This is an optimization exercise on Yosys and OpenROAD, whose aim is small area, a short achievable clock period and few clock cycles per item, not a production implementation.
Only simulation tests tie the RTL to the original design; equivalence was not proved.

==> flow/design.v, too long to show whole: its modules and the start of the top module <==
// module casub_flit_enc: 1885 lines
module casub_flit_enc (
    input  wire        clk,
    input  wire        rst,         
    input  wire        in_valid,
    output wire        in_ready,
    input  wire [63:0] in_data,
    output wire        out_valid,
    input  wire        out_ready,
    output wire [63:0] out_data,
    output wire        out_last
);
  // ...
==> flow/flow/run.sh <==
#!/bin/bash
# The standard layout, except:
#  - synthesis is ORFS's synthesis script unchanged but with the ABC mapping
#    script replaced by flow/abc_map.script (area-oriented mapping, then
#    buffering and sizing); registers are mapped by the same dfflibmap pass,
#    so their names and cell types match the standard synthesis;
set -euo pipefail
cp -r "$FLOW_HOME/scripts" myscripts
cp flow/abc_map.script myscripts/abc_speed.script
cp flow/abc_map.script myscripts/abc_area.script
bash standard.sh SCRIPTS_DIR="$PWD/myscripts" synth > flow_synth.log 2>&1
bash standard.sh SETUP_SLACK_MARGIN=6.4 'BUFFER_PORTS_ARGS=-buffer_cell sky130_fd_sc_hd__buf_1' finish > flow_standard.log 2>&1
==> flow/flow/abc_map.script <==
strash
dch -f
amap
buffer -c
topo
upsize -c
dnsize -c
==> flow/standard.sh <==
#!/bin/bash
# synth_recipe.tcl (not shown) runs the flow's synth.tcl, then flattens the netlist and writes it again
# the make line also repeats each setting of config.mk as NAME=value (left out here)
make -C /OpenROAD-flow-scripts/flow DESIGN_CONFIG=/design/flow/config.mk WORK_HOME=/design/flow/orfs CLKGATE_MAP_FILE= SYNTH_SCRIPT=/design/flow/synth_recipe.tcl "${@:-finish}"
==> flow/config.mk <==
export PLATFORM = sky130hd
export DESIGN_NAME = casub_flit_enc
export DESIGN_NICKNAME = casub_flit_enc
export VERILOG_FILES = /design/flow/design.v
export SDC_FILE = /design/flow/constraint.sdc
export NUM_CORES = 4
export LEC_CHECK = 0
export CAP_MARGIN = 20
export CORE_MARGIN = 2
export CORE_UTILIZATION = 40
export PLACE_DENSITY = 0.6
export SLEW_MARGIN = 20
==> flow/constraint.sdc <==
create_clock -name core_clock -period 10.0 [get_ports {clk}]
set_input_delay 2.0000 -clock core_clock [delete_from_list [all_inputs] [get_ports {clk}]]
set_output_delay 2.0000 -clock core_clock [all_outputs]
set_load 0.01 [all_outputs]
==> metrics.md, run 1 <==
| Metric | Value |
|---|---|
| Commonest non-fill, non-tap cell in the layout | `nor2_1` |
| Register share of the cell area | `16.2%` |
| Iteration-0 DRC Markers | `6568` |
| Gr busiest metal | `met2` |
| Grt met1 use | `62.8%` |
| Mean Syn Cell Area | `6.95 sq um` |
| Crit path DAT | `4.27 ns` |
| Synthesized flop and latch total | `332` |
| Multi-input logic area | `0.0254 sq mm` |
| Diode count | `1` |
| Seq cells | `332` |
| DR DRC count | `0` |
| Outcome | `finished clean` |
| Cells after DPL | `5298` |
| CLK BUF | `59` |
| CP max stage delay | `0.45 ns` |
| R2R Path Start | `out_q[9]` |
| Fin. max-slew vios | `0` |
| Crit start category | `flop` |
| Met2 Use GR | `67.1%` |
| Die Y | `276 microns` |
| Number of non-clock inverters in the layout | `562` |
| Met3 GRT Util | `22.5%` |
| Area delta synth->final | `52.2%` |
Testbench counts, summed over its fixed seeds: cycles 12,296, flits 384.
==> inputs of run 2 (changes only) <==
--- a/flow/design.v
+++ b/flow/design.v
@@ -1839,47 +1839,46 @@
         par = {r0[63:56], r1[63:56], r0[55:48], r1[55:48],
                r0[47:40], r1[47:40], r0[39:32], r1[39:32]};
     endfunction
     wire b29  = (beat == 5'd29);
     wire ld   = !out_v || out_ready;
     wire have = sk_v || !dp || in_valid;
     wire take = ld && have;
     wire [63:0] src_in  = sk_v ? sk_q : in_data;
-    wire [63:0] src_old = b29 ? ~crc   : par(rem0, rem1);
-    wire [63:0] src_new = b29 ? ~crc_n : par(rem0_n, rem1_n);
-    wire [63:0] src = (sk_v || dp) ? src_in : (fr ? src_new : src_old);
+    wire [63:0] src_gen = b29 ? ~crc_n : par(rem0_n, rem1_n);
+    wire [63:0] src = (sk_v || dp) ? src_in : src_gen;
     wire sk_v_nx = !rst && !ld && (sk_v || (in_valid && rdy));
     wire dp_nx   = rst || (take ? ((beat < 5'd28) || (beat == 5'd31)) : dp);
     always @(posedge clk) begin
-        if (rst || (fr && !fd))
+        if (rst || (take && fr && !fd))
             crc <= {64{1'b1}};
-        else if (fd)
+        else if (take && fd)
             crc <= crc_n;
         if (rst) begin
             rem0 <= 64'd0;
             rem1 <= 64'd0;
-        end else if (fr) begin
+        end else if (take && fr) begin
             rem0 <= rem0_n;
             rem1 <= rem1_n;
         end
         if (!sk_v) sk_q <= in_data;
         sk_v <= sk_v_nx;
         dp   <= dp_nx;
         rdy  <= !sk_v_nx && dp_nx;
         if (take) out_q <= src;
         if (rst) begin
             beat  <= 5'd0;
             out_v <= 1'b0;
             out_l <= 1'b0;
             fr    <= 1'b0;
             fd    <= 1'b0;
         end else begin
-            fr <= take;
-            fd <= take && dp;
             if (ld) out_v <= have;
             if (take) begin
+                fr    <= 1'b1;
+                fd    <= dp;
                 out_l <= (beat == 5'd31);
                 beat  <= beat + 5'd1;
             end
         end
     end
 endmodule
==> flow/flow/run.sh (replaced) <==
#!/bin/bash
set -euo pipefail
bash standard.sh SETUP_SLACK_MARGIN=6.4 'BUFFER_PORTS_ARGS=-buffer_cell sky130_fd_sc_hd__buf_1' finish > flow_standard.log 2>&1
removed: flow/flow/abc_map.script
==> run 2 against run 1 <==
Net effect: die area is 6.1% higher; still clean on timing, DRC and antenna; cell count is 33% lower; clock skew is 0.015 ns lower; synthesized cell count is 35% lower.
==> metrics.md, run 2 <==
| Metric | Value |
|---|---|
| Final Cell Area | `0.0360 sq mm (was 0.0451 sq mm)` |
| DR DRC count | `0 (unchanged)` |
| Measured slew at the worst slew-check pin | `1.14 ns (was 1.06 ns)` |
| Clock sink count | `332 (unchanged)` |
| Distinct cells, synth | `42 (was 39)` |
| Worst Setup End Kind | `flop (unchanged)` |
| Clk slew on worst S/H paths | `0.06 ns (about the same)` |
| RSZ-0062 raised after global routing | `yes (unchanged)` |
| Die Y | `284 microns (was 276 microns)` |
| Skew final | `0.0205 ns (was 0.0357 ns)` |
| Setup crit end | `out_q[57] (was out_q[45])` |
| H-tree levels | `2 (unchanged)` |
| Mean Syn Cell Area | `11.4 sq um (was 6.95 sq um)` |
| Commonest non-fill, non-tap cell in the layout | `xnor2_1 (was nor2_1)` |
| Clk latency of the worst-skew pair | `0.58 ns (was 0.63 ns)` |
| Synthesized instance count | `2762 (was 4261)` |
| Fin nets | `3050 (was 5129)` |
| Post-Route WL | `126000 microns (was 201000 microns)` |
| Synthesized flop and latch total | `332 (unchanged)` |
| Clock root buffer | `clkbuf_16 (unchanged)` |
| Core Rows | `102 (was 99)` |
| Fin crit period | `3.67 ns (was 3.90 ns)` |
| CP max stage delay | `0.66 ns (was 0.45 ns)` |
| Max Cap Viol | `0 (unchanged)` |
| Synth area leader | `xnor2_1 (was dfxtp_1)` |
| Hold WS | `0.474 ns (was 0.463 ns)` |
| Top FF cell, synth | `dfxtp_1 (unchanged)` |
| Post-synthesis sequential area ratio | `23.2% (was 24.6%)` |
| Max FO, Critical Path | `6 (was 5)` |
| Area after DPL | `0.0337 sq mm (was 0.0315 sq mm)` |
| Diode count | `0 (was 1)` |
| GR Overflow Total | `0 (unchanged)` |
| Cell Chain, Critical Path | `xnor2_4 > xor2_4 > xnor3_1 > xnor3_1 > xor3_1 > nand2_1 > a21oi_1 (was buf_6 > o22ai_4 > inv_4 > o22ai_4 > buf_12 > inv_8 > buf_6 > o22ai_4 > nor2_1 > a21oi_2 > nor2_2 > a21oi_4 > nor2_1 > a21oi_2 > a21oi_1 > a22oi_1 > nor2_1 > o32a_1)` |
| Post-DP HPWL | `97700 microns (was 140000 microns)` |
| Final Cycle Share | `36.7% (was 39.0%)` |
| Worst R2R Path Depth | `7 (was 18)` |
| CP dominant cell by count | `xnor3_1` |
| R2R Path Start | `out_q[23] (was out_q[9])` |
| Final hold violation count | `0 (unchanged)` |
| Worst setup path start | `out_q[23] (was out_q[9])` |
| GRT Total Usage | `30.8% (was 49.5%)` |
| Yosys warns | `1 (unchanged)` |
| IO Count | `135 (unchanged)` |
| Vias in the first global route | `21660 (was 34469)` |
| Crit start category | `flop (unchanged)` |
| Hold Path Class | `reg -> reg (unchanged)` |
| Core area | `0.0776 sq mm (was 0.0731 sq mm)` |
| Final std cells w/o fill | `4048 (was 6049)` |
| R2r setup slk | `6.33 ns (was 6.10 ns)` |
| Vias per Instance | `5.44 (was 6.79)` |
| Synth top area cells | `xnor2_1 (25%), xnor3_1 (21%), dfxtp_1 (17%), xnor2_2 (6.3%), edfxtp_1 (6.1%) (was dfxtp_1 (18%), o22ai_1 (15%), a21oi_1 (11%), nor2_1 (9.3%), edfxtp_1 (6.5%))` |
| Setup TNS | `0 ns (unchanged)` |
| CP max-delay cell | `edfxtp_1 (unchanged)` |
| Cells after DPL | `3934 (was 5298)` |
| Asr flop ratio synth | `0% (unchanged)` |
| DRT Pass-1 Iters | `5 (was 9)` |
| DR vias | `22013 (was 41051)` |
| Setup violators final | `0 (unchanged)` |
| Worst Setup Slack, final | `6.33 ns (was 6.10 ns)` |
| Post-synth EDFFs | `64 (unchanged)` |
| I/O Buffers | `134 (unchanged)` |
| Layout cells sized above 1 | `15.6% (was 42.3%)` |
| Mapped Area | `0.0315 sq mm (was 0.0296 sq mm)` |
| Overall die width | `284 microns (was 276 microns)` |
| Crit Path Class | `reg -> reg (unchanged)` |
| Pre-CTS setup slack | `5.05 ns (was 4.81 ns)` |
| Maximum clock frequency | `272 MHz (was 256 MHz)` |
| Syn nets | `2833 (was 4332)` |
| Antenna Nets Post-Route | `0 (unchanged)` |
| Outcome | `finished clean (unchanged)` |
| Slew HR | `24.1% (was 29.2%)` |
| Pin count of the biggest net entering global routing | `94 (was 92)` |
| Critical Path RT | `10.32 ns (was 10.37 ns)` |
| Global-route wire length before repair | `175000 microns (was 270000 microns)` |
| GP Congestion | `1.04 (was 1.20)` |
| CTS Buffer Depth | `3 (unchanged)` |
| Drt wl/cell | `31.2 microns (was 33.3 microns)` |
| Top-count cell post-synth | `xnor2_1 (was nor2_1)` |
| Initial antenna violation count | `2 (was 4)` |
| R2r endpoint | `out_q[57] (was out_q[45])` |
| Area share of the largest cell type after synthesis | `24.6% (was 18.1%)` |
| Crit path DAT | `4.00 ns (was 4.27 ns)` |
| Most frequent cells in the layout | `xnor2_1 (856), xnor3_1 (297), dfxtp_1 (267), nor2_1 (218), xor2_1 (204) (was nor2_1 (685), buf_4 (601), a21oi_1 (479), o22ai_1 (438), o22ai_4 (321))` |
| Initial Utilization | `40.5% (about the same)` |
| Fin. max-slew vios | `0 (unchanged)` |
| Top post-synthesis cells by count | `xnor2_1 (882), xnor3_1 (299), dfxtp_1 (268) (was nor2_1 (732), o22ai_1 (710), a21oi_1 (637))` |
| TritonCTS clock tree | `built (unchanged)` |
| Area delta synth->final | `14.4% (was 52.2%)` |
| Cts bufs inserted | `38 (was 40)` |
| Iteration-0 DRC Markers | `2460 (was 6568)` |
| Die footprint | `0.0809 sq mm (was 0.0762 sq mm)` |
run 2: cells by family (layout without fill, tap and decap cells):
family	after synthesis	after routing	synth area share [%]
muxes	66	66	2.35
and+or+nand+nor	396	398	4.86
buffers and inverters	94	338	1.16
DFF	332	332	23.2
AOI/OAI and AO/OA	297	297	5.69
xor gates and xnor gates	1574	1574	62.7
adders and majority gates	3	3	0.119
run 2: critical path: cells and delay by family (launching register included):
family	cells	cell delay, ns
AO/OA/AOI/OAI	1	0.08
AND/OR/NAND/NOR	1	0.17
flip-flops	1	0.66
XOR/XNOR	5	2.52
run 2: through the flow:
step / utilization (%)
4_1_cts: 45.8
3_5_place_dp: 43.4
6_report: 46.4
3_3_place_gp: 43.4
5_1_grt: 46.4
2_1_floorplan: -
run 2: worst min-delay path by stage:
stage	startpoint	end	slack (ns)	cells past startpoint
after global placement	rem0[48]	rem0[48]	0.45	2
after CTS	rem1[52]	rem1[52]	0.47	2
final	rem0[48]	rem0[48]	0.47	2
after floorplan	rem0[39]	rem0[39]	0.45	2
after detailed placement	sk_q[55]	sk_q[55]	0.46	1
after global routing	sk_q[22]	sk_q[22]	0.49	1
run 2: layer usage:
layer	global-route usage, %	vias up	share of wire [%]
li1	-	9655	-
met1	43.4	11120	43
met2	48.3	1045	45
met3	3.96	189	7.7
met4	11.3	4	3.9
met5	0	-	0.021
run 2: repair_timing:
item / 4_1_cts / 5_1_grt
setup buffers: 23 / 20
gates cloned: 2 / 0
setup endpoints to repair: 181 / 73
endpoints found under the hold margin: 0 / 0
pin swaps: 12 / 6
hold buffers: 0 / 0
resized for setup: 53 / 32
run 2: area by class of cell:
cell class	count	area, sq um
sequential	332	7290
timing repair buffer	266	1560
multi-input combinational	2338	24600
fill	7249	41600
clock inverter	14	143
tap	1040	1300
clock buffer	55	1110
inverter	3	11.3
Testbench counts of run 2, summed over its fixed seeds: cycles 12,296, flits 384.
==> inputs of run 3 (changes only) <==
==> flow/run.sh (new file) <==
#!/bin/bash
# synth_recipe.tcl (not shown) runs the flow's synth.tcl, then flattens the netlist and writes it again
# the make line also repeats each setting of config.mk as NAME=value (left out here)
make -C /OpenROAD-flow-scripts/flow DESIGN_CONFIG=/design/flow/config.mk WORK_HOME=/design/flow/orfs CLKGATE_MAP_FILE= SYNTH_SCRIPT=/design/flow/synth_recipe.tcl finish
--- a/flow/config.mk
+++ b/flow/config.mk
@@ -9,4 +9,7 @@
 export CORE_MARGIN = 2
 export CORE_UTILIZATION = 40
+export CTS_CLUSTER_DIAMETER = 100
+export CTS_CLUSTER_SIZE = 22
 export PLACE_DENSITY = 0.6
+export SETUP_SLACK_MARGIN = 5
 export SLEW_MARGIN = 20
removed: flow/flow/run.sh
removed: flow/standard.sh
==> run 3 against run 2 <==
Net effect: synthesized cell count did not move; core utilization fell by 0.97 points; area after synthesis did not move.
==> metrics.md, run 3 <==
| Metric | Value |
|---|---|
| GP Congestion | `1.02 (was 1.04)` |
| Crit path DAT | `5.13 ns (was 4.00 ns)` |
| Cts bufs inserted | `21 (was 38)` |
| Sequential cell area | `0.00729 sq mm (unchanged)` |
| Fin. max-slew vios | `0 (unchanged)` |
| FILL cells | `7300 (was 7249)` |
| Syn nets | `2833 (unchanged)` |
| Clock sink count | `332 (unchanged)` |
| GR Overflow Total | `0 (unchanged)` |
| Distinct cells, synth | `42 (unchanged)` |
| Area delta synth->final | `12.0% (was 14.4%)` |
| Fin nets | `2996 (was 3050)` |
| DR vias | `21670 (was 22013)` |
| Setup TNS | `0 ns (unchanged)` |
| Hold path depth | `2 (unchanged)` |
| Synthesized flop and latch total | `332 (unchanged)` |
| Pin count of the biggest net entering global routing | `94 (unchanged)` |
| Iteration-0 DRC Markers | `2280 (was 2460)` |
| Global-route wire length before repair | `176000 microns (was 175000 microns)` |
| Core area | `0.0776 sq mm (unchanged)` |
| Antenna Nets Post-Route | `0 (unchanged)` |
| Outcome | `finished clean (unchanged)` |
| Crit start category | `input pin (was flop)` |
| Vias per Instance | `5.44 (about the same)` |
| Die footprint | `0.0809 sq mm (unchanged)` |
| Mapped Area | `0.0315 sq mm (unchanged)` |
| Gr busiest metal | `met2 (unchanged)` |
| Layout cells sized above 1 | `12.6% (was 15.6%)` |
| Post-synthesis sequential area ratio | `23.2% (unchanged)` |
| RSZ-0062 raised after global routing | `no (was yes)` |
| Setup violators final | `0 (unchanged)` |
| GRT Total Usage | `30.9% (was 30.8%)` |
| CTS Hold Bufs | `0 (unchanged)` |
| CTS Buffer Depth | `3 (unchanged)` |
| Clock root buffer | `clkbuf_16 (unchanged)` |
| Commonest non-fill, non-tap cell in the layout | `xnor2_1 (unchanged)` |
| H-tree levels | `1 (was 2)` |
| Slew HR | `22.5% (was 24.1%)` |
| Clk slew on worst S/H paths | `0.09 ns (was 0.06 ns)` |
| End of the worst hold path | `rem0[48] (unchanged)` |
| Critical Path RT | `10.47 ns (was 10.32 ns)` |
| DRT Pass-1 Iters | `5 (unchanged)` |
| DR DRC count | `0 (unchanged)` |
| Initial antenna violation count | `2 (unchanged)` |
| Area share of the largest cell type after synthesis | `24.6% (unchanged)` |
| Area after DPL | `0.0346 sq mm (was 0.0337 sq mm)` |
| Maximum clock frequency | `215 MHz (was 272 MHz)` |
| Final Cell Area | `0.0352 sq mm (was 0.0360 sq mm)` |
| Top-count cell post-synth | `xnor2_1 (unchanged)` |
| Worst Setup End Kind | `flop (unchanged)` |
| Worst setup path start | `in_valid (was out_q[23])` |
| Vias in the first global route | `21250 (was 21660)` |
| Multi-input logic area | `0.0239 sq mm (was 0.0246 sq mm)` |
| Post-synth EDFFs | `64 (unchanged)` |
| Clk latency of the worst-skew pair | `0.57 ns (was 0.58 ns)` |
| TritonCTS clock tree | `built (unchanged)` |
| Die Y | `284 microns (unchanged)` |
| Overall die width | `284 microns (unchanged)` |
| Met2 Use GR | `48.3% (about the same)` |
| IO Count | `135 (unchanged)` |
| Mean Syn Cell Area | `11.4 sq um (unchanged)` |
| Hold path start | `rem0[48] (unchanged)` |
| Crit Path Class | `in -> reg (was reg -> reg)` |
| Final Cycle Share | `46.6% (was 36.7%)` |
| Top post-synthesis cells by count | `xnor2_1 (882), xnor3_1 (299), dfxtp_1 (268) (unchanged)` |
| Synth top area cells | `xnor2_1 (25%), xnor3_1 (21%), dfxtp_1 (17%), xnor2_2 (6.3%), edfxtp_1 (6.1%) (unchanged)` |
| Synthesized instance count | `2762 (unchanged)` |
| Post-DP HPWL | `99500 microns (was 97700 microns)` |
| Max Cap Viol | `0 (unchanged)` |
| R2r setup slk | `5.76 ns (was 6.33 ns)` |
| I/O Buffers | `134 (unchanged)` |
| Post-Route WL | `127000 microns (was 126000 microns)` |
| Met3 GRT Util | `3.38% (was 3.96%)` |
| Skew final | `0.0247 ns (was 0.0205 ns)` |
| Measured slew at the worst slew-check pin | `1.16 ns (was 1.14 ns)` |
| Worst R2R Path Depth | `7 (unchanged)` |
| Synth area leader | `xnor2_1 (unchanged)` |
| Most frequent cells in the layout | `xnor2_1 (873), xnor3_1 (299), dfxtp_1 (267), nor2_1 (218), xor2_1 (214) (was xnor2_1 (856), xnor3_1 (297), dfxtp_1 (267), nor2_1 (218), xor2_1 (204))` |
| Fin crit period | `4.66 ns (was 3.67 ns)` |
| Core Rows | `102 (unchanged)` |
| Yosys warns | `1 (unchanged)` |
| Initial Utilization | `40.5% (unchanged)` |
| Hold Path Class | `reg -> reg (unchanged)` |
| Top FF cell, synth | `dfxtp_1 (unchanged)` |
| Asr flop ratio synth | `0% (unchanged)` |
| R2R Path Start | `out_q[22] (was out_q[23])` |
| Final hold violation count | `0 (unchanged)` |
| Drt wl/cell | `31.9 microns (was 31.2 microns)` |
| R2r endpoint | `out_q[29] (was out_q[57])` |
| Postcts setup bufs | `0 (was 23)` |
| Grt met1 use | `44.2% (was 43.4%)` |
| Max FO, Critical Path | `93 (was 6)` |
run 3: cell families after synthesis:
group	synth area share [%]
buf+inv	1.16
flops	23.2
mux	2.35
xor+xnor	62.7
simple gates	4.86
fa+ha+maj	0.119
compound gates	5.69
run 3: through the flow:
step	setup WS [ns]	instances	util, %	hold slack (ns)
5_1_grt	5.10	3979	45.4	0.487
4_1_cts	5.08	3979	45.4	0.475
3_3_place_gp	4.37	3941	44.5	0.455
3_5_place_dp	4.27	3941	44.5	0.461
2_1_floorplan	5.03	2762	-	0.449
6_report	5.34	3981	45.4	0.478
run 3: critical path, stage by stage:
cell and delay (ns):
clkdlybuf4s50_1 0.48, nor3b_1 0.09, nor2_4 0.79, and2_4 0.73, buf_6 0.64, nor2_1 0.08
a211oi_1 0.24
run 3: how the worst max path moves through the flow:
stage                     cells past startpoint  slack (ns)       end
after floorplan                               6        5.03   beat[3]
after global placement                        7        4.37  rem0[20]
after detailed placement                      7        4.27   rem0[7]
after CTS                                     7        5.08   rem0[7]
after global routing                          7        5.10  rem0[31]
final                                         7        5.34   rem0[7]
run 3: repair_timing:
| action | 4_1_cts | 5_1_grt |
|---|---|---|
| hold endpoints to repair | 0 | 0 |
| setup endpoints to repair | 62 | 49 |
| pin swaps | 1 | 0 |
| cloned | 1 | 0 |
| gates resized for setup | 0 | 1 |
run 3: final cells by class:
class                      count  share of cell area, %
multi-input combinational   2337                   67.9
antenna                        2                 0.0142
clock inverter                 5                  0.217
timing repair buffer         230                   5.86
sequential                   332                   20.7
tap                         1040                   3.69
inverter                       3                 0.0320
clock buffer                  32                   1.64
run 3: metal layers:
| metal | routed length, microns | part of all wire, % | up-vias |
|---|---|---|---|
| met5 | 12 | 0.0095 | - |
| met4 | 5100 | 4.0 | 2 |
| met3 | 8620 | 6.8 | 191 |
| met2 | 56800 | 45 | 950 |
| met1 | 56400 | 44 | 11035 |
| li1 | - | - | 9492 |
==> inputs of run 4 (changes only) <==
==> flow/flow/run.sh (new file) <==
#!/bin/bash
# The standard layout, except:
#  - synthesis is ORFS's synthesis unchanged but with the 3-input XOR/XNOR
#    cells added to DONT_USE_CELLS (ABC maps the XOR networks to 2-input
#    cells); registers are mapped by the same dfflibmap pass, so their names
#    and cell types match the standard synthesis;
set -euo pipefail
DU="sky130_fd_sc_hd__probe_p_8 sky130_fd_sc_hd__probec_p_8 sky130_fd_sc_hd__lpflow_bleeder_1 sky130_fd_sc_hd__lpflow_clkbufkapwr_1 sky130_fd_sc_hd__lpflow_clkbufkapwr_16 sky130_fd_sc_hd__lpflow_clkbufkapwr_2 sky130_fd_sc_hd__lpflow_clkbufkapwr_4 sky130_fd_sc_hd__lpflow_clkbufkapwr_8 sky130_fd_sc_hd__lpflow_clkinvkapwr_1 sky130_fd_sc_hd__lpflow_clkinvkapwr_16 sky130_fd_sc_hd__lpflow_clkinvkapwr_2 sky130_fd_sc_hd__lpflow_clkinvkapwr_4 sky130_fd_sc_hd__lpflow_clkinvkapwr_8 sky130_fd_sc_hd__lpflow_decapkapwr_12 sky130_fd_sc_hd__lpflow_decapkapwr_3 sky130_fd_sc_hd__lpflow_decapkapwr_4 sky130_fd_sc_hd__lpflow_decapkapwr_6 sky130_fd_sc_hd__lpflow_decapkapwr_8 sky130_fd_sc_hd__lpflow_inputiso0n_1 sky130_fd_sc_hd__lpflow_inputiso0p_1 sky130_fd_sc_hd__lpflow_inputiso1n_1 sky130_fd_sc_hd__lpflow_inputiso1p_1 sky130_fd_sc_hd__lpflow_inputisolatch_1 sky130_fd_sc_hd__lpflow_isobufsrc_1 sky130_fd_sc_hd__lpflow_isobufsrc_16 sky130_fd_sc_hd__lpflow_isobufsrc_2 sky130_fd_sc_hd__lpflow_isobufsrc_4 sky130_fd_sc_hd__lpflow_isobufsrc_8 sky130_fd_sc_hd__lpflow_isobufsrckapwr_16 sky130_fd_sc_hd__lpflow_lsbuf_lh_hl_isowell_tap_1 sky130_fd_sc_hd__lpflow_lsbuf_lh_hl_isowell_tap_2 sky130_fd_sc_hd__lpflow_lsbuf_lh_hl_isowell_tap_4 sky130_fd_sc_hd__lpflow_lsbuf_lh_isowell_4 sky130_fd_sc_hd__lpflow_lsbuf_lh_isowell_tap_1 sky130_fd_sc_hd__lpflow_lsbuf_lh_isowell_tap_2 sky130_fd_sc_hd__lpflow_lsbuf_lh_isowell_tap_4 "
DU="$DU sky130_fd_sc_hd__xor3_1 sky130_fd_sc_hd__xor3_2 sky130_fd_sc_hd__xor3_4 sky130_fd_sc_hd__xnor3_1 sky130_fd_sc_hd__xnor3_2 sky130_fd_sc_hd__xnor3_4"
bash standard.sh "DONT_USE_CELLS=$DU" synth > flow_synth.log 2>&1
bash standard.sh SETUP_SLACK_MARGIN=6.7 'BUFFER_PORTS_ARGS=-buffer_cell sky130_fd_sc_hd__buf_1' finish > flow_standard.log 2>&1
==> flow/standard.sh (new file) <==
#!/bin/bash
# synth_recipe.tcl (not shown) runs the flow's synth.tcl, then flattens the netlist and writes it again
# the make line also repeats each setting of config.mk as NAME=value (left out here)
make -C /OpenROAD-flow-scripts/flow DESIGN_CONFIG=/design/flow/config.mk WORK_HOME=/design/flow/orfs CLKGATE_MAP_FILE= SYNTH_SCRIPT=/design/flow/synth_recipe.tcl "${@:-finish}"
--- a/flow/config.mk
+++ b/flow/config.mk
@@ -9,7 +9,4 @@
 export CORE_MARGIN = 2
 export CORE_UTILIZATION = 40
-export CTS_CLUSTER_DIAMETER = 100
-export CTS_CLUSTER_SIZE = 22
 export PLACE_DENSITY = 0.6
-export SETUP_SLACK_MARGIN = 5
 export SLEW_MARGIN = 20
removed: flow/run.sh
==> run 4 against run 3 <==
Net effect: first-iteration DRC count is 24% higher; synthesized cell count is 9.1% higher; fmax is 37% higher; sequential share of layout area is 1.2 points lower; area after synthesis is 7.0% lower.
==> metrics.md, run 4 <==
| Metric | Value |
|---|---|
| Final hold violation count | `0 (unchanged)` |
| RSZ-0062 raised after global routing | `yes (was no)` |
| DR top layer | `met5 (unchanged)` |
| Instance count on the critical path | `12 (was 7)` |
| Worst R2R Path Depth | `12 (was 7)` |
| WP buf/inv | `3 (was 2)` |
| CP max stage delay | `0.50 ns (was 0.79 ns)` |
| Die footprint | `0.0753 sq mm (was 0.0809 sq mm)` |
| Iteration-0 DRC Markers | `2832 (was 2280)` |
| Clk latency of the worst-skew pair | `0.60 ns (was 0.57 ns)` |
| Vias in the first global route | `21793 (was 21250)` |
| Met1 WL | `50300 microns (was 56400 microns)` |
| Overall die width | `274 microns (was 284 microns)` |
| Slew HR | `35.4% (was 22.5%)` |
| Antenna Nets Post-Route | `0 (unchanged)` |
| Critical Path RT | `10.42 ns (was 10.47 ns)` |
| Final std cells w/o fill | `4430 (was 3981)` |
| TritonCTS clock tree | `built (unchanged)` |
| GP Congestion | `1.09 (was 1.02)` |
| Initial antenna violation count | `3 (was 2)` |
| GR Overflow Total | `0 (unchanged)` |
| Initial Utilization | `40.2% (was 40.5%)` |
| Vias per Instance | `5.27 (was 5.44)` |
| Cells after DPL | `4095 (was 3941)` |
| Post-Route WL | `120000 microns (was 127000 microns)` |
| Mapped Area | `0.0292 sq mm (was 0.0315 sq mm)` |
| DRT Pass-1 Iters | `5 (unchanged)` |
| Top post-synthesis cells by count | `xnor2_1 (1301), dfxtp_1 (268), xor2_1 (264) (was xnor2_1 (882), xnor3_1 (299), dfxtp_1 (268))` |
| CP dominant cell by count | `xnor2_1` |
| Yosys warns | `1 (unchanged)` |
| Fin. max-slew vios | `0 (unchanged)` |
| Cell Chain, Critical Path | `buf_4 > xnor2_2 > buf_4 > xnor2_4 > buf_12 > xor2_1 > xnor2_1 > xor2_1 > xnor2_1 > xnor2_1 > nand2_1 > a31oi_1 (was clkdlybuf4s50_1 > nor3b_1 > nor2_4 > and2_4 > buf_6 > nor2_1 > a211oi_1)` |
| Global-route wire length before repair | `164000 microns (was 176000 microns)` |
| Synthesized flop and latch total | `332 (unchanged)` |
| Area share of the largest cell type after synthesis | `39.0% (was 24.6%)` |
| Setup crit end | `out_q[43] (was rem0[7])` |
| H-tree levels | `2 (was 1)` |
| Commonest non-fill, non-tap cell in the layout | `xnor2_1 (unchanged)` |
| Measured slew at the worst slew-check pin | `0.970 ns (was 1.16 ns)` |
| Hold WS | `0.466 ns (was 0.478 ns)` |
| Syn nets | `3083 (was 2833)` |
| Drt wl/cell | `27.2 microns (was 31.9 microns)` |
| Hold Path Class | `reg -> reg (unchanged)` |
| Outcome | `finished clean (unchanged)` |
| Most frequent cells in the layout | `xnor2_1 (1175), buf_4 (291), dfxtp_1 (267), xor2_1 (250), nand2_1 (246) (was xnor2_1 (873), xnor3_1 (299), dfxtp_1 (267), nor2_1 (218), xor2_1 (214))` |
| R2R Path Start | `out_q[47] (was out_q[22])` |
| Pin count of the biggest net entering global routing | `91 (was 94)` |
| Synth area leader | `xnor2_1 (unchanged)` |
| Core area | `0.0727 sq mm (was 0.0776 sq mm)` |
| CP max-delay cell | `edfxtp_1 (was nor2_4)` |
| Max Cap Viol | `0 (unchanged)` |
| Clock root buffer | `clkbuf_16 (unchanged)` |
| Distinct cells, synth | `33 (was 42)` |
| Area delta synth->final | `27.8% (was 12.0%)` |
| GRT Total Usage | `30.7% (was 30.9%)` |
| IO Count | `135 (unchanged)` |
| Crit Path Class | `reg -> reg (was in -> reg)` |
| Fin nets | `3511 (was 2996)` |
| R2r endpoint | `out_q[43] (was out_q[29])` |
| Maximum clock frequency | `295 MHz (was 215 MHz)` |
| Core Rows | `99 (was 102)` |
| Post-DP HPWL | `87200 microns (was 99500 microns)` |
| I/O Buffers | `134 (unchanged)` |
| Asr flop ratio synth | `0% (unchanged)` |
| Layout cells sized above 1 | `24.0% (was 12.6%)` |
| Skew final | `0.0438 ns (was 0.0247 ns)` |
| Synthesized instance count | `3012 (was 2762)` |
| Die Y | `274 microns (was 284 microns)` |
| Worst Setup Slack, final | `6.61 ns (was 5.34 ns)` |
| Worst Setup End Kind | `flop (unchanged)` |
| R2r setup slk | `6.61 ns (was 5.76 ns)` |
| Pre-CTS setup slack | `5.07 ns (was 4.27 ns)` |
| Clock sink count | `332 (unchanged)` |
| Top-count cell post-synth | `xnor2_1 (unchanged)` |
| Top FF cell, synth | `dfxtp_1 (unchanged)` |
| Crit start category | `flop (was input pin)` |
| Metal3 WL | `11000 microns (was 8620 microns)` |
| CTS Buffer Depth | `3 (unchanged)` |
| Met2 routed WL | `52400 microns (was 56800 microns)` |
| DR vias | `23365 (was 21670)` |
| Setup violators final | `0 (unchanged)` |
| Cts bufs inserted | `41 (was 21)` |
| Post-synth EDFFs | `64 (unchanged)` |
| Fin crit period | `3.39 ns (was 4.66 ns)` |
| Crit path DAT | `3.81 ns (was 5.13 ns)` |
| DR DRC count | `0 (unchanged)` |
| Diode count | `0 (was 2)` |
| Setup TNS | `0 ns (unchanged)` |
| FILL cells | `6698 (was 7300)` |
| Worst setup path start | `out_q[47] (was in_valid)` |
| Delay-heaviest family, CP | `XOR/XNOR gates (was simple AND/OR/NAND/NOR gates)` |
| Post-synthesis sequential area ratio | `24.9% (was 23.2%)` |
| Synth top area cells | `xnor2_1 (39%), dfxtp_1 (18%), xnor2_2 (9.0%), xor2_1 (7.9%), edfxtp_1 (6.6%) (was xnor2_1 (25%), xnor3_1 (21%), dfxtp_1 (17%), xnor2_2 (6.3%), edfxtp_1 (6.1%))` |
| Clk slew on worst S/H paths | `0.06 ns (was 0.09 ns)` |
| Max FO, Critical Path | `7 (was 93)` |
| Final Cycle Share | `33.9% (was 46.6%)` |
| Mean Syn Cell Area | `9.71 sq um (was 11.4 sq um)` |
## run 4: cell count changes in the layout (fill, tap and decap cells not counted), sizes merged, moves of 16 or more
| cell | delta |
|---|---|
| a21oi | -41 |
| xor2 | +54 |
| buf | +372 |
| xnor3 | -303 |
| clkdlybuf4s50 | -133 |
| a31oi | +59 |
| o22a | -16 |
| o22ai | -20 |
| o21a | -18 |
| nand2 | +92 |
| xnor2 | +467 |
| xor3 | -21 |
| clkbuf | +34 |
## run 4: final cells by class
class                           count  area (sq um)  area share, %
Sequential cell                   332          7290           19.5
Tap cell                          959          1200           3.21
Clock buffer                       61          1190           3.19
Inverter                            3          11.3         0.0301
Timing Repair Buffer              474          3600           9.63
Multi-Input combinational cell   2588         24000           64.1
Clock inverter                     13           108          0.288
## run 4: timing repair
action / 4_1_cts / 5_1_grt
hold buffers: 0 / 0
resized for setup: 181 / 116
setup endpoints to repair: 309 / 223
buffers inserted: 140 / 113
pin swaps: 33 / 27
cloned: 1 / 7
## run 4: worst min-delay path by stage
stage	from	to	depth (start not counted)
after floorplan	rem0[38]	rem0[38]	2
after global placement	rem0[51]	rem0[51]	2
after detailed placement	rem0[51]	rem0[51]	2
after CTS	rem0[42]	rem0[42]	2
after global routing	sk_q[25]	sk_q[25]	1
final	rem0[45]	rem0[45]	2
## run 4: metrics by stage
stage / utilization, % / cell area (sq um)
final: 51.4 / 37400
after global routing: 51.4 / 37400
after CTS: 48.6 / 35300
after detailed placement: 43.0 / 31300
after global placement: 43.0 / 31300
after floorplan: - / 29300
## run 4: layer usage
layer  vias to the layer above  GRT usage [%]
met2                      1198           46.8
met5                         -              0
met3                       302           4.02
met4                         2           13.7
met1                     11378           43.1
li1                      10485              -
## run 4: worst register-to-register path: cells and delay by family (launching register included)
family	cells	cell delay [ns]
flip-flops	1	0.50
AO/OA/AOI/OAI	1	0.26
AND/OR/NAND/NOR	1	0.11
XOR/XNOR	7	1.72
buffers and inverters	3	0.63
## run 4: kinds of logic after synthesis
group                    after synthesis  share of synthesized area (%)
XOR/XNOR                            1771                           59.6
multiplexers                          66                           2.53
AND/OR/NAND/NOR                      486                           6.37
flip-flops                           332                           24.9
adder cells (fa/ha/maj)                3                          0.128
buffers and inverters                 95                           1.22
AO/OA/AOI/OAI                        259                           5.23
==> inputs of run 5 (changes only) <==
--- a/flow/flow/run.sh
+++ b/flow/flow/run.sh
@@ -9,3 +9,3 @@
 DU="$DU sky130_fd_sc_hd__xor3_1 sky130_fd_sc_hd__xor3_2 sky130_fd_sc_hd__xor3_4 sky130_fd_sc_hd__xnor3_1 sky130_fd_sc_hd__xnor3_2 sky130_fd_sc_hd__xnor3_4"
 bash standard.sh "DONT_USE_CELLS=$DU" synth > flow_synth.log 2>&1
-bash standard.sh SETUP_SLACK_MARGIN=6.7 'BUFFER_PORTS_ARGS=-buffer_cell sky130_fd_sc_hd__buf_1' finish > flow_standard.log 2>&1
+bash standard.sh SETUP_SLACK_MARGIN=6.4 'BUFFER_PORTS_ARGS=-buffer_cell sky130_fd_sc_hd__buf_1' finish > flow_standard.log 2>&1
==> run 5 against run 4 <==
Net effect: still clean; final area decreased by 7.9%; count of clock-buffer cells in the layout did not move; global-route usage up 0.28 points; critical path depth down 2; first-iteration DRC count fell by 17%; core utilization down 4.1 points; via count is 4.7% lower; routed wire length fell by 2.0%; area after synthesis did not move; fmax down 7.1%; non-clock buffer count fell by 191; highest routed layer unchanged.
==> metrics.md, run 5 <==
| Metric | Value |
|---|---|
| DR DRC count | `0 (unchanged)` |
| Core Rows | `99 (unchanged)` |
| Outcome | `finished clean (unchanged)` |
| I/O Buffers | `134 (unchanged)` |
| Die footprint | `0.0753 sq mm (unchanged)` |
| Fin crit period | `3.65 ns (was 3.39 ns)` |
| Syn nets | `3083 (unchanged)` |
| Vias in the first global route | `21072 (was 21793)` |
| GRT Total Usage | `31.0% (was 30.7%)` |
| CP dominant cell by count | `xnor2_1 (unchanged)` |
| TritonCTS clock tree | `built (unchanged)` |
| Fin nets | `3319 (was 3511)` |
| CP max stage delay | `0.64 ns (was 0.50 ns)` |
| Top FF cell, synth | `dfxtp_1 (unchanged)` |
| Post-synthesis sequential area ratio | `24.9% (unchanged)` |
| Antenna Nets Post-Route | `0 (unchanged)` |
| R2R Path Start | `out_q[12] (was out_q[47])` |
| Post-synth EDFFs | `64 (unchanged)` |
| Critical Path RT | `10.28 ns (was 10.42 ns)` |
| Clock root buffer | `clkbuf_16 (unchanged)` |
| Delay-heaviest family, CP | `XOR/XNOR gates (unchanged)` |
| Measured slew at the worst slew-check pin | `1.07 ns (was 0.970 ns)` |
| Overall die width | `274 microns (unchanged)` |
| Clk latency of the worst-skew pair | `0.59 ns (was 0.60 ns)` |
| Crit path DAT | `3.93 ns (was 3.81 ns)` |
| RSZ-0062 raised after global routing | `yes (unchanged)` |
| Die Y | `274 microns (unchanged)` |
| DRT Pass-1 Iters | `5 (unchanged)` |
| Max FO, Critical Path | `6 (was 7)` |
| Core area | `0.0727 sq mm (unchanged)` |
| DR vias | `22258 (was 23365)` |
| Slew HR | `28.3% (was 35.4%)` |
| Fin. max-slew vios | `0 (unchanged)` |
| Post-DP HPWL | `89600 microns (was 87200 microns)` |
| Final hold violation count | `0 (unchanged)` |
| WP buf/inv | `1 (was 3)` |
| Layout cells sized above 1 | `16.8% (was 24.0%)` |
| Distinct cells, synth | `33 (unchanged)` |
| Final Cycle Share | `36.5% (was 33.9%)` |
| Top-count cell post-synth | `xnor2_1 (unchanged)` |
| Crit start category | `flop (unchanged)` |
| Yosys warns | `1 (unchanged)` |
| Cts bufs inserted | `42 (was 41)` |
| Final Cell Area | `0.0344 sq mm (was 0.0374 sq mm)` |
| Worst R2R Path Depth | `10 (was 12)` |
| Worst setup path start | `out_q[12] (was out_q[47])` |
| Synth top area cells | `xnor2_1 (39%), dfxtp_1 (18%), xnor2_2 (9.0%), xor2_1 (7.9%), edfxtp_1 (6.6%) (unchanged)` |
| GR Overflow Total | `0 (unchanged)` |
| CTS Hold Bufs | `0 (unchanged)` |
| CTS Buffer Depth | `3 (unchanged)` |
| Area delta synth->final | `17.7% (was 27.8%)` |
| Pre-CTS setup slack | `5.08 ns (was 5.07 ns)` |
| Commonest non-fill, non-tap cell in the layout | `xnor2_1 (unchanged)` |
| Initial antenna violation count | `1 (was 3)` |
| Area after DPL | `0.0314 sq mm (was 0.0313 sq mm)` |
| Post-Route WL | `118000 microns (was 120000 microns)` |
| Clk slew on worst S/H paths | `0.06 ns (about the same)` |
| GP Congestion | `1.03 (was 1.09)` |
| Cells after DPL | `4102 (was 4095)` |
| Worst Setup End Kind | `flop (unchanged)` |
| Asr flop ratio synth | `0% (unchanged)` |
| Setup violators final | `0 (unchanged)` |
| Maximum clock frequency | `274 MHz (was 295 MHz)` |
| Diode count | `0 (unchanged)` |
| Clock sink count | `332 (unchanged)` |
| Mapped Area | `0.0292 sq mm (unchanged)` |
| Mean Syn Cell Area | `9.71 sq um (unchanged)` |
| Synthesized instance count | `3012 (unchanged)` |
| H-tree levels | `2 (unchanged)` |
| Hold Path Class | `reg -> reg (unchanged)` |
| Worst Setup Slack, final | `6.35 ns (was 6.61 ns)` |
| R2r setup slk | `6.35 ns (was 6.61 ns)` |
| Cell Chain, Critical Path | `xnor2_4 > buf_12 > xnor2_4 > xor2_1 > xnor2_1 > xnor2_1 > xnor2_1 > xnor2_1 > nand2_1 > a31oi_1 (was buf_4 > xnor2_2 > buf_4 > xnor2_4 > buf_12 > xor2_1 > xnor2_1 > xor2_1 > xnor2_1 > xnor2_1 > nand2_1 > a31oi_1)` |
| Setup TNS | `0 ns (unchanged)` |
| Initial Utilization | `40.2% (unchanged)` |
| Synthesized flop and latch total | `332 (unchanged)` |
| Global-route wire length before repair | `164000 microns (about the same)` |
| Hold WS | `0.470 ns (was 0.466 ns)` |
| Hold path start | `rem0[50] (was rem0[45])` |
| Crit Path Class | `reg -> reg (unchanged)` |
| Synth area leader | `xnor2_1 (unchanged)` |
| Pin count of the biggest net entering global routing | `101 (was 91)` |
| Vias per Instance | `5.25 (was 5.27)` |
| Skew final | `0.0300 ns (was 0.0438 ns)` |
| IO Count | `135 (unchanged)` |
| CP max-delay cell | `edfxtp_1 (unchanged)` |
| Max Cap Viol | `0 (unchanged)` |
| Top post-synthesis cells by count | `xnor2_1 (1301), dfxtp_1 (268), xor2_1 (264) (unchanged)` |
| Drt wl/cell | `27.8 microns (was 27.2 microns)` |
| Area share of the largest cell type after synthesis | `39.0% (unchanged)` |
| Final std cells w/o fill | `4241 (was 4430)` |
| Iteration-0 DRC Markers | `2346 (was 2832)` |
| Most frequent cells in the layout | `xnor2_1 (1249), dfxtp_1 (267), xor2_1 (260), nand2_1 (246), nor2_1 (215) (was xnor2_1 (1175), buf_4 (291), dfxtp_1 (267), xor2_1 (250), nand2_1 (246))` |
| Hold path depth | `2 (unchanged)` |
| End of the worst hold path | `rem0[50] (was rem0[45])` |
| R2r endpoint | `out_q[54] (was out_q[43])` |
run 5: timing repair:
item / CTS / global route
gates resized for setup: 69 / 46
setup buffers: 18 / 42
endpoints found under the setup margin: 215 / 126
cloned: 1 / 0
hold endpoints to repair: 0 / 0
pin swaps: 12 / 18
run 5: cells by family after synthesis:
logic type | after synthesis | share of synthesized area, %
simple gates | 486 | 6.37
compound gates | 259 | 5.23
mux | 66 | 2.53
xor+xnor | 1771 | 59.6
fa+ha+maj | 3 | 0.128
flops | 332 | 24.9
buf+inv | 95 | 1.22
run 5: worst max path at each step:
stage,cells after the start,end,slack (ns)
final,10,out_q[54],6.35
after global routing,1,out_data[11],6.37
after CTS,8,out_q[19],6.32
after detailed placement,9,crc[1],5.08
after global placement,9,crc[11],5.16
after floorplan,6,beat[3],6.55
run 5: metal layers:
metal	track usage, %	vias up	part of all wire (%)
li1	-	10092	-
met1	44.1	10901	44
met2	47.2	1029	43
met3	4.55	234	8.7
met4	11.2	2	4.5
met5	0	-	0.010
run 5: final cells by class:
type | instances | area, sq um
Fill cell | 7004 | 38300
Clock buffer | 61 | 1250
Tap cell | 959 | 1200
Sequential cell | 332 | 7290
Timing Repair Buffer | 283 | 1830
Multi-Input combinational cell | 2586 | 22700
Inverter | 3 | 11.3
Clock inverter | 17 | 173
run 5: worst reg2reg max path, stage by stage (launching register included):
cell and delay, ns:
edfxtp_1 0.64, xnor2_4 0.26, buf_12 0.16, xnor2_4 0.50, xor2_1 0.17, xnor2_1 0.38
xnor2_1 0.26, xnor2_1 0.55, xnor2_1 0.24, nand2_1 0.11, a31oi_1 0.08
run 5: per-stage QoR:
stage	util, %
6_report	47.3
5_1_grt	47.3
4_1_cts	46.2
3_5_place_dp	43.1
3_3_place_gp	43.1
2_1_floorplan	-
==> inputs of run 6 (changes only) <==
==> flow/flow/run.sh (replaced) <==
#!/bin/bash
# The standard layout, except:
#  - synthesis is ORFS's synthesis script unchanged, but ABC maps with
#    flow/abc_map.script (area-oriented mapping with no up-sizing; the timing
#    repair later sizes the critical paths) and the 3-input XOR/XNOR cells are
#    added to DONT_USE_CELLS for this step. Registers are mapped by the same
#    dfflibmap pass, so their names and cell types match the standard synthesis.
set -euo pipefail
DU="sky130_fd_sc_hd__probe_p_8 sky130_fd_sc_hd__probec_p_8 sky130_fd_sc_hd__lpflow_bleeder_1 sky130_fd_sc_hd__lpflow_clkbufkapwr_1 sky130_fd_sc_hd__lpflow_clkbufkapwr_16 sky130_fd_sc_hd__lpflow_clkbufkapwr_2 sky130_fd_sc_hd__lpflow_clkbufkapwr_4 sky130_fd_sc_hd__lpflow_clkbufkapwr_8 sky130_fd_sc_hd__lpflow_clkinvkapwr_1 sky130_fd_sc_hd__lpflow_clkinvkapwr_16 sky130_fd_sc_hd__lpflow_clkinvkapwr_2 sky130_fd_sc_hd__lpflow_clkinvkapwr_4 sky130_fd_sc_hd__lpflow_clkinvkapwr_8 sky130_fd_sc_hd__lpflow_decapkapwr_12 sky130_fd_sc_hd__lpflow_decapkapwr_3 sky130_fd_sc_hd__lpflow_decapkapwr_4 sky130_fd_sc_hd__lpflow_decapkapwr_6 sky130_fd_sc_hd__lpflow_decapkapwr_8 sky130_fd_sc_hd__lpflow_inputiso0n_1 sky130_fd_sc_hd__lpflow_inputiso0p_1 sky130_fd_sc_hd__lpflow_inputiso1n_1 sky130_fd_sc_hd__lpflow_inputiso1p_1 sky130_fd_sc_hd__lpflow_inputisolatch_1 sky130_fd_sc_hd__lpflow_isobufsrc_1 sky130_fd_sc_hd__lpflow_isobufsrc_16 sky130_fd_sc_hd__lpflow_isobufsrc_2 sky130_fd_sc_hd__lpflow_isobufsrc_4 sky130_fd_sc_hd__lpflow_isobufsrc_8 sky130_fd_sc_hd__lpflow_isobufsrckapwr_16 sky130_fd_sc_hd__lpflow_lsbuf_lh_hl_isowell_tap_1 sky130_fd_sc_hd__lpflow_lsbuf_lh_hl_isowell_tap_2 sky130_fd_sc_hd__lpflow_lsbuf_lh_hl_isowell_tap_4 sky130_fd_sc_hd__lpflow_lsbuf_lh_isowell_4 sky130_fd_sc_hd__lpflow_lsbuf_lh_isowell_tap_1 sky130_fd_sc_hd__lpflow_lsbuf_lh_isowell_tap_2 sky130_fd_sc_hd__lpflow_lsbuf_lh_isowell_tap_4  sky130_fd_sc_hd__xor3_1 sky130_fd_sc_hd__xor3_2 sky130_fd_sc_hd__xor3_4 sky130_fd_sc_hd__xnor3_1 sky130_fd_sc_hd__xnor3_2 sky130_fd_sc_hd__xnor3_4"
cp -r "$FLOW_HOME/scripts" myscripts
cp flow/abc_map.script myscripts/abc_speed.script
bash standard.sh SCRIPTS_DIR="$PWD/myscripts" "DONT_USE_CELLS=$DU" synth > flow_synth.log 2>&1
bash standard.sh SETUP_SLACK_MARGIN=6.4 'BUFFER_PORTS_ARGS=-buffer_cell sky130_fd_sc_hd__buf_1' finish > flow_standard.log 2>&1
==> flow/flow/abc_map.script (new file) <==
&get -n
&st
&dch
&nf
&put
==> run 6 against run 5 <==
Net effect: still clean; fmax down 2.0%; synthesized cell count down 6.2%; sequential share of layout area up 1.7 points; count of clock-buffer cells in the layout down 8; core utilization up 1.1 points; area after synthesis down 8.9%; cell count down 4.4%; final area down 7.3%; clock skew about the same; routed wire length down 12%; largest cell class unchanged; highest routed layer is now met4.
==> metrics.md, run 6 <==
| Metric | Value |
|---|---|
| Outcome | `finished clean (unchanged)` |
| DR vias | `21476 (was 22258)` |
| Asr flop ratio synth | `0% (unchanged)` |
| Vias per Instance | `5.29 (was 5.25)` |
| Iteration-0 DRC Markers | `2157 (was 2346)` |
| Met2 routed WL | `44000 microns (was 51000 microns)` |
| Layout cells sized above 1 | `10.8% (was 16.8%)` |
| Overall die width | `262 microns (was 274 microns)` |
| Synthesized flop and latch total | `332 (unchanged)` |
| TritonCTS clock tree | `built (unchanged)` |
| Cts bufs inserted | `38 (was 42)` |
| Worst Setup End Kind | `flop (unchanged)` |
| Initial Utilization | `40.4% (was 40.2%)` |
| Crit path DAT | `4.02 ns (was 3.93 ns)` |
| Maximum clock frequency | `268 MHz (was 274 MHz)` |
| GRT Total Usage | `29.8% (was 31.0%)` |
| Diode count | `0 (unchanged)` |
| DRT Pass-1 Iters | `5 (unchanged)` |
| Clk slew on worst S/H paths | `0.06 ns (about the same)` |
| DR DRC count | `0 (unchanged)` |
| Setup TNS | `0 ns (unchanged)` |
| Post-synth EDFFs | `64 (unchanged)` |
| Hold Path Class | `reg -> reg (unchanged)` |
| Mean Syn Cell Area | `9.43 sq um (was 9.71 sq um)` |
| Met1 WL | `46500 microns (was 51300 microns)` |
| Fin nets | `3234 (was 3319)` |
| Measured slew at the worst slew-check pin | `1.19 ns (was 1.07 ns)` |
| Skew final | `0.0304 ns (was 0.0300 ns)` |
| Post-Route WL | `103000 microns (was 118000 microns)` |
| Clk latency of the worst-skew pair | `0.57 ns (was 0.59 ns)` |
| Core Rows | `94 (was 99)` |
| CP max stage delay | `0.52 ns (was 0.64 ns)` |
| CP max-delay cell | `edfxtp_1 (unchanged)` |
| Vias in the first global route | `20206 (was 21072)` |
| Initial antenna violation count | `0 (was 1)` |
| Post-synthesis sequential area ratio | `27.4% (was 24.9%)` |
| Fin. max-slew vios | `0 (unchanged)` |
| Critical Path RT | `10.30 ns (was 10.28 ns)` |
| H-tree levels | `2 (unchanged)` |
| DR top layer | `met4 (was met5)` |
| Distinct cells, synth | `23 (was 33)` |
| Post-DP HPWL | `80100 microns (was 89600 microns)` |
| Synth area leader | `xnor2_1 (unchanged)` |
| Top post-synthesis cells by count | `xnor2_1 (1326), xor2_1 (399), dfxtp_1 (268) (was xnor2_1 (1301), dfxtp_1 (268), xor2_1 (264))` |
| GR Overflow Total | `0 (unchanged)` |
| Crit Path Class | `reg -> reg (unchanged)` |
| Mapped Area | `0.0266 sq mm (was 0.0292 sq mm)` |
| Syn nets | `2895 (was 3083)` |
| GP Congestion | `1.05 (was 1.03)` |
| WP buf/inv | `3 (was 1)` |
| Final hold violation count | `0 (unchanged)` |
| CP dominant cell by count | `xnor2_1 (unchanged)` |
| Final std cells w/o fill | `4056 (was 4241)` |
| Synthesized instance count | `2824 (was 3012)` |
| Max Cap Viol | `0 (unchanged)` |
| R2r setup slk | `6.27 ns (was 6.35 ns)` |
| CTS Hold Bufs | `0 (unchanged)` |
| Clock sink count | `332 (unchanged)` |
| Slew HR | `19.8% (was 28.3%)` |
| Delay-heaviest family, CP | `XOR/XNOR gates (unchanged)` |
| Global-route wire length before repair | `147000 microns (was 164000 microns)` |
| Max FO, Critical Path | `6 (unchanged)` |
| Die Y | `262 microns (was 274 microns)` |
| Pin count of the biggest net entering global routing | `91 (was 101)` |
| Antenna Nets Post-Route | `0 (unchanged)` |
| IO Count | `135 (unchanged)` |
| I/O Buffers | `134 (unchanged)` |
| Commonest non-fill, non-tap cell in the layout | `xnor2_1 (unchanged)` |
| Most frequent cells in the layout | `xnor2_1 (1262), xor2_1 (354), dfxtp_1 (265), buf_4 (157), nor2_1 (145) (was xnor2_1 (1249), dfxtp_1 (267), xor2_1 (260), nand2_1 (246), nor2_1 (215))` |
| Area delta synth->final | `19.9% (was 17.7%)` |
| Cell Chain, Critical Path | `xor2_1 > buf_4 > xnor2_1 > buf_4 > xor2_4 > buf_4 > xnor2_1 > xnor2_2 > xnor2_1 > xnor2_1 > o21ai_0 > nand2_1 (was xnor2_4 > buf_12 > xnor2_4 > xor2_1 > xnor2_1 > xnor2_1 > xnor2_1 > xnor2_1 > nand2_1 > a31oi_1)` |
| Die footprint | `0.0687 sq mm (was 0.0753 sq mm)` |
| CTS Buffer Depth | `3 (unchanged)` |
| Final Cycle Share | `37.3% (was 36.5%)` |
| Clock root buffer | `clkbuf_16 (unchanged)` |
| Fin crit period | `3.73 ns (was 3.65 ns)` |
| RSZ-0062 raised after global routing | `yes (unchanged)` |
| Top-count cell post-synth | `xnor2_1 (unchanged)` |
| Cells after DPL | `3982 (was 4102)` |
| Metal3 WL | `8400 microns (was 10200 microns)` |
| Synth top area cells | `xnor2_1 (44%), dfxtp_1 (20%), xor2_1 (13%), edfxtp_1 (7.2%), a211oi_1 (3.4%) (was xnor2_1 (39%), dfxtp_1 (18%), xnor2_2 (9.0%), xor2_1 (7.9%), edfxtp_1 (6.6%))` |
| FILL cells | `6346 (was 7004)` |
| Setup violators final | `0 (unchanged)` |
| Crit start category | `flop (unchanged)` |
| Core area | `0.0659 sq mm (was 0.0727 sq mm)` |
| Top FF cell, synth | `dfxtp_1 (unchanged)` |
| Area share of the largest cell type after synthesis | `43.6% (was 39.0%)` |
| Drt wl/cell | `25.5 microns (was 27.8 microns)` |
| Yosys warns | `1 (unchanged)` |
run 6: changes by cell type in the layout (fill, tap and decap cells not counted), moves of 23 or more:
cell      delta
o21ai_0    +130
nand2_1    -118
xnor2_2    -107
xor2_1      +94
xnor2_4     -73
nor2_1      -70
mux2_1      +64
mux2_2      -64
a211oi_1    +63
a31oi_1     -61
buf_4       +27
xor2_2      +23
run 6: repair_timing:
item / CTS / global route
pin swaps: 2 / 0
resized for setup: 70 / 57
gates cloned: 2 / 1
endpoints found under the setup margin: 220 / 111
buffers inserted: 2 / 0
run 6: final timing paths:
path | cells past startpoint | to | startpoint
max | 12 | out_q[53] | out_q[37]
min reg2reg | 1 | sk_q[62] | sk_q[62]
max reg2reg | 12 | out_q[53] | out_q[37]
min | 1 | sk_q[62] | sk_q[62]
run 6: layout make-up:
class	count	area, sq um	share of cell area [%]
Clock buffer	53	1110	3.48
Clock inverter	16	213	0.666
Inverter	2	33.8	0.106
Multi-Input combinational cell	2492	20400	64.0
Sequential cell	332	7290	22.8
Tap cell	864	1080	3.39
Timing Repair Buffer	296	1750	5.49
Timing Repair inverter	1	16.3	0.0509
run 6: cell families (layout without fill, tap and decap cells):
family                   after synthesis  after routing  synth area share (%)
AND/OR/NAND/NOR                      300            302                  4.38
AO/OA/AOI/OAI                        397            397                  8.63
flip-flops                           332            332                  27.4
buffers and inverters                  2            368                0.0282
adder cells (fa/ha/maj)                3              3                 0.141
multiplexers                          65             65                  2.74
XOR/XNOR                            1725           1725                  56.7
run 6: layer usage:
layer | track usage (%) | vias up
met5 | 0 | -
met4 | 11.6 | 0
met3 | 3.95 | 235
met2 | 44.3 | 1027
met1 | 43.3 | 10294
li1 | - | 9920
run 6: worst reg2reg max path: cells and delay by family, from the launching register on:
family	cells	cell delay, ns
XOR/XNOR	7	1.72
buffers and inverters	3	0.68
flip-flops	1	0.52
AO/OA/AOI/OAI	1	0.45
AND/OR/NAND/NOR	1	0.11
run 6: per-stage QoR:
step	utilization, %	setup WS (ns)	area (sq um)	hold WS [ns]
floorplan	-	5.51	26700	0.439
global placement	44.9	5.26	29500	0.447
detailed placement	44.9	5.24	29600	0.453
CTS	47.8	6.20	31500	0.467
global route	48.5	6.23	31900	0.481
finish	48.5	6.27	31900	0.461
==> inputs of run 7 (changes only) <==
--- a/flow/flow/run.sh
+++ b/flow/flow/run.sh
@@ -11,3 +11,3 @@
 cp flow/abc_map.script myscripts/abc_speed.script
 bash standard.sh SCRIPTS_DIR="$PWD/myscripts" "DONT_USE_CELLS=$DU" synth > flow_synth.log 2>&1
-bash standard.sh SETUP_SLACK_MARGIN=6.4 'BUFFER_PORTS_ARGS=-buffer_cell sky130_fd_sc_hd__buf_1' finish > flow_standard.log 2>&1
+bash standard.sh SETUP_SLACK_MARGIN=6.8 'BUFFER_PORTS_ARGS=-buffer_cell sky130_fd_sc_hd__buf_1' finish > flow_standard.log 2>&1
==> run 7 against run 6 <==
Net effect: global-route usage rose by 0.50 points; sequential cell count did not move; still clean; via count rose by 3.7%; first-iteration DRC count rose by 7.7%; non-clock buffer count rose by 158; fmax rose by 14%; highest routed layer unchanged.
==> metrics.md, run 7 <==
| Metric | Value |
|---|---|
| Outcome | `finished clean (unchanged)` |
| Instance count on the critical path | `12 (unchanged)` |
| Cts bufs inserted | `38 (unchanged)` |
| Fin crit period | `3.28 ns (was 3.73 ns)` |
| Post-synth EDFFs | `64 (unchanged)` |
| Area share of the largest cell type after synthesis | `43.6% (unchanged)` |
| GR Overflow Total | `0 (unchanged)` |
| Top-count cell post-synth | `xnor2_1 (unchanged)` |
| DR DRC count | `0 (unchanged)` |
| Measured slew at the worst slew-check pin | `0.995 ns (was 1.19 ns)` |
| Skew final | `0.0260 ns (was 0.0304 ns)` |
| Pin count of the biggest net entering global routing | `91 (unchanged)` |
| RSZ-0062 raised after global routing | `yes (unchanged)` |
| Fin nets | `3393 (was 3234)` |
| Crit path DAT | `3.60 ns (was 4.02 ns)` |
| Core area | `0.0659 sq mm (unchanged)` |
| Vias in the first global route | `20846 (was 20206)` |
| TritonCTS clock tree | `built (unchanged)` |
| Asr flop ratio synth | `0% (unchanged)` |
| Initial antenna violation count | `0 (unchanged)` |
| GRT Total Usage | `30.3% (was 29.8%)` |
| Die Y | `262 microns (unchanged)` |
| R2r setup slk | `6.72 ns (was 6.27 ns)` |
| Mean Syn Cell Area | `9.43 sq um (unchanged)` |
| Mapped Area | `0.0266 sq mm (unchanged)` |
| I/O Buffers | `134 (unchanged)` |
| Worst R2R Path Depth | `12 (unchanged)` |
| Area delta synth->final | `33.9% (was 19.9%)` |
| Diode count | `0 (unchanged)` |
| Most frequent cells in the layout | `xnor2_1 (1141), xor2_1 (309), buf_4 (286), dfxtp_1 (265), nor2_1 (145) (was xnor2_1 (1262), xor2_1 (354), dfxtp_1 (265), buf_4 (157), nor2_1 (145))` |
| CTS Hold Bufs | `0 (unchanged)` |
| Hold path start | `sk_q[40] (was sk_q[62])` |
| Iteration-0 DRC Markers | `2324 (was 2157)` |
| Die footprint | `0.0687 sq mm (unchanged)` |
| Clock sink count | `332 (unchanged)` |
| CP max stage delay | `0.45 ns (was 0.52 ns)` |
| CP max-delay cell | `xor2_1 (was edfxtp_1)` |
| Synth area leader | `xnor2_1 (unchanged)` |
| H-tree levels | `2 (unchanged)` |
| Cell Chain, Critical Path | `buf_4 > xnor2_1 > buf_4 > xor2_2 > buf_4 > xnor2_2 > xor2_1 > xnor2_1 > xnor2_1 > xnor2_1 > o21ai_0 > nand2_1 (was xor2_1 > buf_4 > xnor2_1 > buf_4 > xor2_4 > buf_4 > xnor2_1 > xnor2_2 > xnor2_1 > xnor2_1 > o21ai_0 > nand2_1)` |
| Slew HR | `33.7% (was 19.8%)` |
| Overall die width | `262 microns (unchanged)` |
| Layout cells sized above 1 | `20.7% (was 10.8%)` |
| Core Rows | `94 (unchanged)` |
| Synth top area cells | `xnor2_1 (44%), dfxtp_1 (20%), xor2_1 (13%), edfxtp_1 (7.2%), a211oi_1 (3.4%) (unchanged)` |
| Top post-synthesis cells by count | `xnor2_1 (1326), xor2_1 (399), dfxtp_1 (268) (unchanged)` |
| CTS Buffer Depth | `3 (unchanged)` |
| Post-synthesis sequential area ratio | `27.4% (unchanged)` |
| Max FO, Critical Path | `6 (unchanged)` |
| Yosys warns | `1 (unchanged)` |
| Final Cycle Share | `32.8% (was 37.3%)` |
| GP Congestion | `1.05 (unchanged)` |
| Hold Path Class | `reg -> reg (unchanged)` |
| Critical Path RT | `10.32 ns (was 10.30 ns)` |
| Crit start category | `flop (unchanged)` |
| Final hold violation count | `0 (unchanged)` |
| Cells after DPL | `3982 (unchanged)` |
| R2r endpoint | `out_q[57] (was out_q[53])` |
| Final std cells w/o fill | `4215 (was 4056)` |
| R2R Path Start | `out_q[3] (was out_q[37])` |
| Setup crit end | `out_q[57] (was out_q[53])` |
| Synthesized flop and latch total | `332 (unchanged)` |
| Antenna Nets Post-Route | `0 (unchanged)` |
| Crit Path Class | `reg -> reg (unchanged)` |
| Commonest non-fill, non-tap cell in the layout | `xnor2_1 (unchanged)` |
| Synthesized instance count | `2824 (unchanged)` |
-- run 7: cell types whose count changed in the layout (fill, tap and decap cells not counted), moves of 8 or more --
cell / delta
buf_4: +129
xnor2_1: -121
xnor2_2: +74
xnor2_4: +47
xor2_1: -45
xor2_4: +37
buf_1: -23
buf_6: +22
buf_12: +12
clkbuf_2: +12
xor2_2: +8
-- run 7: kinds of logic (layout without fill, tap and decap cells) --
kind of cell / Yosys count / count (layout) / synth area share [%]
multiplexers: 65 / 65 / 2.74
XOR/XNOR: 1725 / 1725 / 56.7
adder cells (fa/ha/maj): 3 / 3 / 0.141
AO/OA/AOI/OAI: 397 / 397 / 8.63
buffers and inverters: 2 / 527 / 0.0282
AND/OR/NAND/NOR: 300 / 302 / 4.38
flip-flops: 332 / 332 / 27.4
-- run 7: worst min path at each step --
stage	endpoint	slack, ns	cells after the start
3_3_place_gp	sk_q[27]	0.45	1
6_report	sk_q[40]	0.46	1
3_5_place_dp	sk_q[34]	0.45	1
4_1_cts	sk_q[62]	0.47	1
2_1_floorplan	sk_q[0]	0.44	1
5_1_grt	sk_q[44]	0.48	1
-- run 7: per-layer routing --
metal	up-vias	track usage (%)	part of all wire, %
li1	10244	-	-
met1	10786	43.7	44
met2	1007	45.5	43
met3	239	4.15	8.5
met4	0	11.9	4.7
met5	-	0	0
-- run 7: final cells by class --
cell class | count | area (sq um)
clock buffers | 53 | 1110
clock inverters | 16 | 213
fillers | 5892 | 30200
inverters | 2 | 33.8
multi-input cells | 2492 | 22600
flip-flops and latches | 332 | 7290
well taps | 864 | 1080
repair buffers | 454 | 3270
repair inverters | 2 | 27.5
-- run 7: stage by stage --
stage	hold WS, ns
2_1_floorplan	0.439
3_3_place_gp	0.447
3_5_place_dp	0.453
4_1_cts	0.467
5_1_grt	0.480
6_report	0.461
-- run 7: what timing repair did --
| item | 4_1_cts | 5_1_grt |
|---|---|---|
| pin swaps | 16 | 23 |
| gates resized for setup | 274 | 177 |
| endpoints found under the setup margin | 321 | 209 |
| buffers inserted | 94 | 65 |
| cloned | 3 | 2 |
| endpoints found under the hold margin | 0 | 0 |

re-timing with driven ports:
How much do the figures lean on ideal ports? The routed layouts below were timed once more, with nothing changed but the port constraints. Step 1: set_driving_cell puts a clkbuf_16 on clk and a buf_2 on each other input, an assumption about the parent block. Step 2 times the ports against the registers' clock, not the clock port: input delays grow and output delays shrink by t, the midpoint of the rising clock arrivals with the driver on. Slacks: ideal ports / drivers / drivers and shift; pairs: ideal ports / drivers.
run	t, ns	slack for setup (ns)	latest minus earliest clock arrival (ns)
run 1	0.679	6.096 / 6.096 / 5.818	0.036 / 0.036
run 2	0.623	6.327 / 6.327 / 5.979	0.021 / 0.022
run 3	0.615	5.342 / 5.378 / 4.764	0.025 / 0.025
run 4	0.647	6.606 / 6.553 / 6.079	0.051 / 0.051
run 5	0.640	6.348 / 6.348 / 5.958	0.030 / 0.030
run 6	0.615	6.273 / 6.273 / 5.983	0.031 / 0.031
run 7	0.620	6.721 / 6.689 / 6.264	0.027 / 0.028
After both steps setup and hold are still met in every run listed. The setup slack of run 3, which loses most, moves by +0.036 ns with the drivers and by -0.578 ns with both steps.
